Context: an optimization exercise on an open-source flow, tuned for small area, a short achievable clock period and few clock cycles per item. The choices shown serve that exercise and are no tape-out recipe. At most, simulation tests tie the RTL to the original design; equivalence was not proved.

P:
==> flow/design.v <==
module sha256_blk (
    input  wire         clk,
    input  wire         rst,           
    input  wire         in_valid,
    output reg          in_ready,
    input  wire         in_first,      
    input  wire [511:0] in_block,      
    output reg          out_valid,     
    output wire [255:0] digest         
);
    function [31:0] rotr;
        input [31:0] x;
        input integer n;
        begin
            rotr = (x >> n) | (x << (32 - n));
        end
    endfunction
    localparam [255:0] IV = {32'h6a09e667, 32'hbb67ae85, 32'h3c6ef372, 32'ha54ff53a,
                             32'h510e527f, 32'h9b05688c, 32'h1f83d9ab, 32'h5be0cd19};
    reg  [31:0] a, b, c, d, e, f, g, h;
    reg  [31:0] HA0, HA1, HA2, HA3;    
    reg  [31:0] HE0, HE1, HE2, HE3;    
    reg  [31:0] W [0:15];              
    reg  [31:0] hkw;                   
    reg  [31:0] kreg;                  
    reg  [6:0]  cnt;
    reg         pre;        
    reg         rnd;        
    reg         run;        
    reg         fin;        
    reg         ldiv;       
    reg         curfirst;   
    reg         finfirst;   
    reg  [1:0]  ph;         
    assign digest = {HA3, HA2, HA1, HA0, HE3, HE2, HE1, HE0};
    reg [31:0] k_c;
    always @(*) begin
        case (cnt)
            7'd0: k_c = 32'h428a2f98;
            7'd1: k_c = 32'h71374491;
            7'd2: k_c = 32'hb5c0fbcf;
            7'd3: k_c = 32'he9b5dba5;
            7'd4: k_c = 32'h3956c25b;
            7'd5: k_c = 32'h59f111f1;
            7'd6: k_c = 32'h923f82a4;
            7'd7: k_c = 32'hab1c5ed5;
            7'd8: k_c = 32'hd807aa98;
            7'd9: k_c = 32'h12835b01;
            7'd10: k_c = 32'h243185be;
            7'd11: k_c = 32'h550c7dc3;
            7'd12: k_c = 32'h72be5d74;
            7'd13: k_c = 32'h80deb1fe;
            7'd14: k_c = 32'h9bdc06a7;
            7'd15: k_c = 32'hc19bf174;
            7'd16: k_c = 32'he49b69c1;
            7'd17: k_c = 32'hefbe4786;
            7'd18: k_c = 32'h0fc19dc6;
            7'd19: k_c = 32'h240ca1cc;
            7'd20: k_c = 32'h2de92c6f;
            7'd21: k_c = 32'h4a7484aa;
            7'd22: k_c = 32'h5cb0a9dc;
            7'd23: k_c = 32'h76f988da;
            7'd24: k_c = 32'h983e5152;
            7'd25: k_c = 32'ha831c66d;
            7'd26: k_c = 32'hb00327c8;
            7'd27: k_c = 32'hbf597fc7;
            7'd28: k_c = 32'hc6e00bf3;
            7'd29: k_c = 32'hd5a79147;
            7'd30: k_c = 32'h06ca6351;
            7'd31: k_c = 32'h14292967;
            7'd32: k_c = 32'h27b70a85;
            7'd33: k_c = 32'h2e1b2138;
            7'd34: k_c = 32'h4d2c6dfc;
            7'd35: k_c = 32'h53380d13;
            7'd36: k_c = 32'h650a7354;
            7'd37: k_c = 32'h766a0abb;
            7'd38: k_c = 32'h81c2c92e;
            7'd39: k_c = 32'h92722c85;
            7'd40: k_c = 32'ha2bfe8a1;
            7'd41: k_c = 32'ha81a664b;
            7'd42: k_c = 32'hc24b8b70;
            7'd43: k_c = 32'hc76c51a3;
            7'd44: k_c = 32'hd192e819;
            7'd45: k_c = 32'hd6990624;
            7'd46: k_c = 32'hf40e3585;
            7'd47: k_c = 32'h106aa070;
            7'd48: k_c = 32'h19a4c116;
            7'd49: k_c = 32'h1e376c08;
            7'd50: k_c = 32'h2748774c;
            7'd51: k_c = 32'h34b0bcb5;
            7'd52: k_c = 32'h391c0cb3;
            7'd53: k_c = 32'h4ed8aa4a;
            7'd54: k_c = 32'h5b9cca4f;
            7'd55: k_c = 32'h682e6ff3;
            7'd56: k_c = 32'h748f82ee;
            7'd57: k_c = 32'h78a5636f;
            7'd58: k_c = 32'h84c87814;
            7'd59: k_c = 32'h8cc70208;
            7'd60: k_c = 32'h90befffa;
            7'd61: k_c = 32'ha4506ceb;
            7'd62: k_c = 32'hbef9a3f7;
            7'd63: k_c = 32'hc67178f2;
            default: k_c = 32'h0;
        endcase
    end
    reg  [15:0] wsel;
    reg  [31:0] w_in;
    integer j;
    always @(*) begin
        w_in = 32'h0;
        for (j = 0; j < 16; j = j + 1)
            w_in = w_in | (in_block[511 - 32*j -: 32] & {32{wsel[j]}});
    end
    wire [1:0]  k4 = {~cnt[1], cnt[0]};
    reg  [31:0] iva, ive;
    always @(*) begin
        case (k4)
            2'd0: begin iva = IV[159:128]; ive = IV[31:0];  end
            2'd1: begin iva = IV[191:160]; ive = IV[63:32]; end
            2'd2: begin iva = IV[223:192]; ive = IV[95:64]; end
            default: begin iva = IV[255:224]; ive = IV[127:96]; end
        endcase
    end
    wire        addh = pre & fin;
    wire [31:0] ha_in = addh ? (finfirst ? iva : HA0) : 32'h0;
    wire [31:0] he_in = addh ? (finfirst ? ive : HE0) : 32'h0;
    wire [31:0] fa = ha_in + d;
    wire [31:0] fe = he_in + h;
    wire [31:0] S1  = rotr(e, 6) ^ rotr(e, 11) ^ rotr(e, 25);
    wire [31:0] ch  = (e & f) ^ (~e & g);
    wire [31:0] S0  = rotr(a, 2) ^ rotr(a, 13) ^ rotr(a, 22);
    wire [31:0] maj = (a & b) ^ (a & c) ^ (b & c);
    wire [31:0] p_s = hkw ^ S1 ^ ch;
    wire [31:0] p_c = {(hkw[30:0] & S1[30:0]) | (hkw[30:0] & ch[30:0]) | (S1[30:0] & ch[30:0]), 1'b0};
    wire [31:0] q_s = p_s ^ p_c ^ S0;
    wire [31:0] q_c = {(p_s[30:0] & p_c[30:0]) | (p_s[30:0] & S0[30:0]) | (p_c[30:0] & S0[30:0]), 1'b0};
    wire [31:0] r_s = q_s ^ q_c ^ maj;
    wire [31:0] r_c = {(q_s[30:0] & q_c[30:0]) | (q_s[30:0] & maj[30:0]) | (q_c[30:0] & maj[30:0]), 1'b0};
    wire [31:0] u_s = p_s ^ p_c ^ d;
    wire [31:0] u_c = {(p_s[30:0] & p_c[30:0]) | (p_s[30:0] & d[30:0]) | (p_c[30:0] & d[30:0]), 1'b0};
    wire [31:0] an  = r_s + r_c;
    wire [31:0] en  = u_s + u_c;
    wire [31:0] s0  = rotr(W[1], 7) ^ rotr(W[1], 18) ^ (W[1] >> 3);
    wire [31:0] s1  = rotr(W[14], 17) ^ rotr(W[14], 19) ^ (W[14] >> 10);
    wire [31:0] wn  = s1 + W[9] + s0 + W[0];
    integer k;
    always @(posedge clk) begin
        if (rnd) begin
            a <= an;
            e <= en;
        end else if (pre & ldiv) begin
            a <= iva;
            e <= ive;
        end else begin
            a <= fa;
            e <= fe;
        end
        b <= a; c <= b; d <= c;
        f <= e; g <= f; h <= g;
        HA3 <= addh ? fa : HA0;
        HA2 <= HA3; HA1 <= HA2; HA0 <= HA1;
        HE3 <= addh ? fe : HE0;
        HE2 <= HE3; HE1 <= HE2; HE0 <= HE1;
        for (k = 0; k < 15; k = k + 1)
            W[k] <= W[k + 1];
        W[15] <= (cnt[6:4] == 3'd0) ? w_in : wn;
        wsel  <= (cnt == 7'd127) ? 16'h0001 : {wsel[14:0], 1'b0};
        kreg <= k_c;
        hkw  <= g + kreg + W[15];
        cnt <= cnt + 7'd1;
        if (rst) begin
            pre       <= 1'b0;
            rnd       <= 1'b0;
            run       <= 1'b0;
            fin       <= 1'b0;
            ldiv      <= 1'b0;
            ph        <= 2'd0;
            in_ready  <= 1'b0;
            out_valid <= 1'b0;
        end else begin
            out_valid <= addh & (cnt == 7'd1);
            in_ready  <= rnd & (cnt == 7'd14);
            if (pre) begin
                if (cnt == 7'd1) begin
                    pre <= 1'b0;
                    fin <= 1'b0;
                    rnd <= run;
                    ph  <= 2'd0;
                end
            end else if (rnd) begin
                if (cnt == 7'd65) begin
                    rnd      <= 1'b0;
                    pre      <= 1'b1;
                    fin      <= 1'b1;
                    finfirst <= curfirst;
                    run      <= in_valid;
                    ldiv     <= in_valid & in_first;
                    curfirst <= in_first;
                    cnt      <= 7'd126;
                end
            end else begin
                ph <= ph + 2'd1;
                if (in_valid && (in_first || ph == 2'd3)) begin
                    pre      <= 1'b1;
                    run      <= 1'b1;
                    ldiv     <= in_first;
                    curfirst <= in_first;
                    cnt      <= 7'd126;
                end
            end
        end
    end
endmodule
export LEC_CHECK = 0
export CAP_MARGIN = 20
export CORE_MARGIN = 2
export CORE_UTILIZATION = 50
export CTS_CLUSTER_DIAMETER = 80
export CTS_CLUSTER_SIZE = 24
export SLEW_MARGIN = 20
export TNS_END_PERCENT = 20
create_clock -name core_clock -period 12.0 [get_ports {clk}]
standard.sh (not shown) runs the stock make flow with config.mk's settings and CLKGATE_MAP_FILE= SYNTH_SCRIPT=/design/flow/synth_recipe.tcl, a recipe that flattens the netlist after the stock synthesis.
==> flow/flow/run.sh <==
#!/bin/bash
# Standard ORFS flow (the standard.sh, unchanged synthesis), with:
#  - the port buffers made from the smallest buffer cell (buf_1) instead of
#    the default choice; every input and output still gets its own buffer;
set -euo pipefail
export BUFFER_PORTS_ARGS="-buffer_cell sky130_fd_sc_hd__buf_1"
export SETUP_SLACK_MARGIN=${MARGIN:-7.5}
bash standard.sh > standard.log 2>&1
Testbench counts of P, summed over its fixed seeds: cycles 39,488, blocks 580.
--- input diff P..Q ---
--- a/flow/design.v
+++ b/flow/design.v
@@ -21,17 +21,17 @@
     reg  [31:0] HA0, HA1, HA2, HA3;    
     reg  [31:0] HE0, HE1, HE2, HE3;    
     reg  [31:0] W [0:15];              
     reg  [31:0] hkw;                   
+    reg  [31:0] wy_s, wy_c;            
     reg  [31:0] kreg;                  
     reg  [6:0]  cnt;
     reg         pre;        
     reg         rnd;        
     reg         run;        
     reg         fin;        
     reg         ldiv;       
     reg         curfirst;   
-    reg         finfirst;   
     reg  [1:0]  ph;         
     assign digest = {HA3, HA2, HA1, HA0, HE3, HE2, HE1, HE0};
     reg [31:0] k_c;
     always @(*) begin
@@ -121,29 +121,33 @@
             default: begin iva = IV[255:224]; ive = IV[127:96]; end
         endcase
     end
     wire        addh = pre & fin;
-    wire [31:0] ha_in = addh ? (finfirst ? iva : HA0) : 32'h0;
-    wire [31:0] he_in = addh ? (finfirst ? ive : HE0) : 32'h0;
-    wire [31:0] fa = ha_in + d;
-    wire [31:0] fe = he_in + h;
+    wire [31:0] fa = (HA0 & {32{addh}}) + d;
+    wire [31:0] fe = (HE0 & {32{addh}}) + h;
+    wire        ivw = rnd & curfirst & (cnt[6:3] == 4'd0) & (cnt[2:0] >= 3'd2) & (cnt[2:0] <= 3'd5);
     wire [31:0] S1  = rotr(e, 6) ^ rotr(e, 11) ^ rotr(e, 25);
     wire [31:0] ch  = (e & f) ^ (~e & g);
     wire [31:0] S0  = rotr(a, 2) ^ rotr(a, 13) ^ rotr(a, 22);
     wire [31:0] maj = (a & b) ^ (a & c) ^ (b & c);
-    wire [31:0] p_s = hkw ^ S1 ^ ch;
-    wire [31:0] p_c = {(hkw[30:0] & S1[30:0]) | (hkw[30:0] & ch[30:0]) | (S1[30:0] & ch[30:0]), 1'b0};
-    wire [31:0] q_s = p_s ^ p_c ^ S0;
-    wire [31:0] q_c = {(p_s[30:0] & p_c[30:0]) | (p_s[30:0] & S0[30:0]) | (p_c[30:0] & S0[30:0]), 1'b0};
-    wire [31:0] r_s = q_s ^ q_c ^ maj;
-    wire [31:0] r_c = {(q_s[30:0] & q_c[30:0]) | (q_s[30:0] & maj[30:0]) | (q_c[30:0] & maj[30:0]), 1'b0};
-    wire [31:0] u_s = p_s ^ p_c ^ d;
-    wire [31:0] u_c = {(p_s[30:0] & p_c[30:0]) | (p_s[30:0] & d[30:0]) | (p_c[30:0] & d[30:0]), 1'b0};
-    wire [31:0] an  = r_s + r_c;
-    wire [31:0] en  = u_s + u_c;
-    wire [31:0] s0  = rotr(W[1], 7) ^ rotr(W[1], 18) ^ (W[1] >> 3);
+    function [63:0] csa;
+        input [31:0] x, y, z;
+        begin
+            csa = {x ^ y ^ z, (x[30:0] & y[30:0]) | (x[30:0] & z[30:0]) | (y[30:0] & z[30:0]), 1'b0};
+        end
+    endfunction
+    wire [63:0] p  = csa(hkw, ch, maj);
+    wire [63:0] q  = csa(p[63:32], p[31:0], S1);
+    wire [63:0] r  = csa(q[63:32], q[31:0], S0);
+    wire [63:0] u  = csa(hkw, ch, d);
+    wire [63:0] v  = csa(u[63:32], u[31:0], S1);
+    wire [31:0] an = r[63:32] + r[31:0];
+    wire [31:0] en = v[63:32] + v[31:0];
+    wire [31:0] s0n = rotr(W[2], 7) ^ rotr(W[2], 18) ^ (W[2] >> 3);
     wire [31:0] s1  = rotr(W[14], 17) ^ rotr(W[14], 19) ^ (W[14] >> 10);
-    wire [31:0] wn  = s1 + W[9] + s0 + W[0];
+    wire [63:0] wy  = csa(s0n, W[1], W[10]);
+    wire [63:0] wz  = csa(wy_s, wy_c, s1);
+    wire [31:0] wn  = wz[63:32] + wz[31:0];
     integer k;
     always @(posedge clk) begin
         if (rnd) begin
             a <= an;
@@ -156,16 +160,18 @@
             e <= fe;
         end
         b <= a; c <= b; d <= c;
         f <= e; g <= f; h <= g;
-        HA3 <= addh ? fa : HA0;
+        HA3 <= addh ? fa : (ivw ? iva : HA0);
         HA2 <= HA3; HA1 <= HA2; HA0 <= HA1;
-        HE3 <= addh ? fe : HE0;
+        HE3 <= addh ? fe : (ivw ? ive : HE0);
         HE2 <= HE3; HE1 <= HE2; HE0 <= HE1;
         for (k = 0; k < 15; k = k + 1)
             W[k] <= W[k + 1];
         W[15] <= (cnt[6:4] == 3'd0) ? w_in : wn;
         wsel  <= (cnt == 7'd127) ? 16'h0001 : {wsel[14:0], 1'b0};
+        wy_s <= wy[63:32];
+        wy_c <= wy[31:0];
         kreg <= k_c;
         hkw  <= g + kreg + W[15];
         cnt <= cnt + 7'd1;
         if (rst) begin
@@ -191,9 +197,8 @@
                 if (cnt == 7'd65) begin
                     rnd      <= 1'b0;
                     pre      <= 1'b1;
                     fin      <= 1'b1;
-                    finfirst <= curfirst;
                     run      <= in_valid;
                     ldiv     <= in_valid & in_first;
                     curfirst <= in_first;
                     cnt      <= 7'd126;
## What came out
P → Q: final period demand of the worst path grew by 0.028 ns, data required time at the worst endpoint shrank by 0.05 ns, sequential share of cell area held steady.
In summary, Q completed successfully, with a layout that passed the timing, design-rule and antenna checks.
a[31]$_DFF_P_ as the end point of the critical path was reported by P, and a[30]$_DFF_P_ by Q.
Share of the clock period used by the worst path after layout: Q vs P up 0.23 points
The RTL of Q was laid out without a check of its function.

==> static timing again, ports no longer ideal <==
In the flow no input, the clock included, has a driving cell. The finished layouts below were timed again as built, in two steps. Step 1 (the two cells are an assumption about what drives the block):
set clk [get_ports {clk}]
set_driving_cell -lib_cell sky130_fd_sc_hd__clkbuf_16 $clk
set_driving_cell -lib_cell sky130_fd_sc_hd__buf_2 [delete_from_list [all_inputs] $clk]
Step 2 also shifts input and output timing later by t, the mid clock arrival at the registers, as if the neighbouring blocks saw the same clock. Slacks: no drivers / after step 1 / after step 2; pairs: no drivers / after step 1.
run | shift t [ns] | slack for setup (ns) | latest minus earliest clock arrival (ns)
P | 0.741 | 7.120 / 7.120 / 7.120 | 0.067 / 0.068
Q | 0.756 | 7.093 / 7.093 / 7.093 | 0.042 / 0.042
After both steps setup and hold are still met in every run listed.
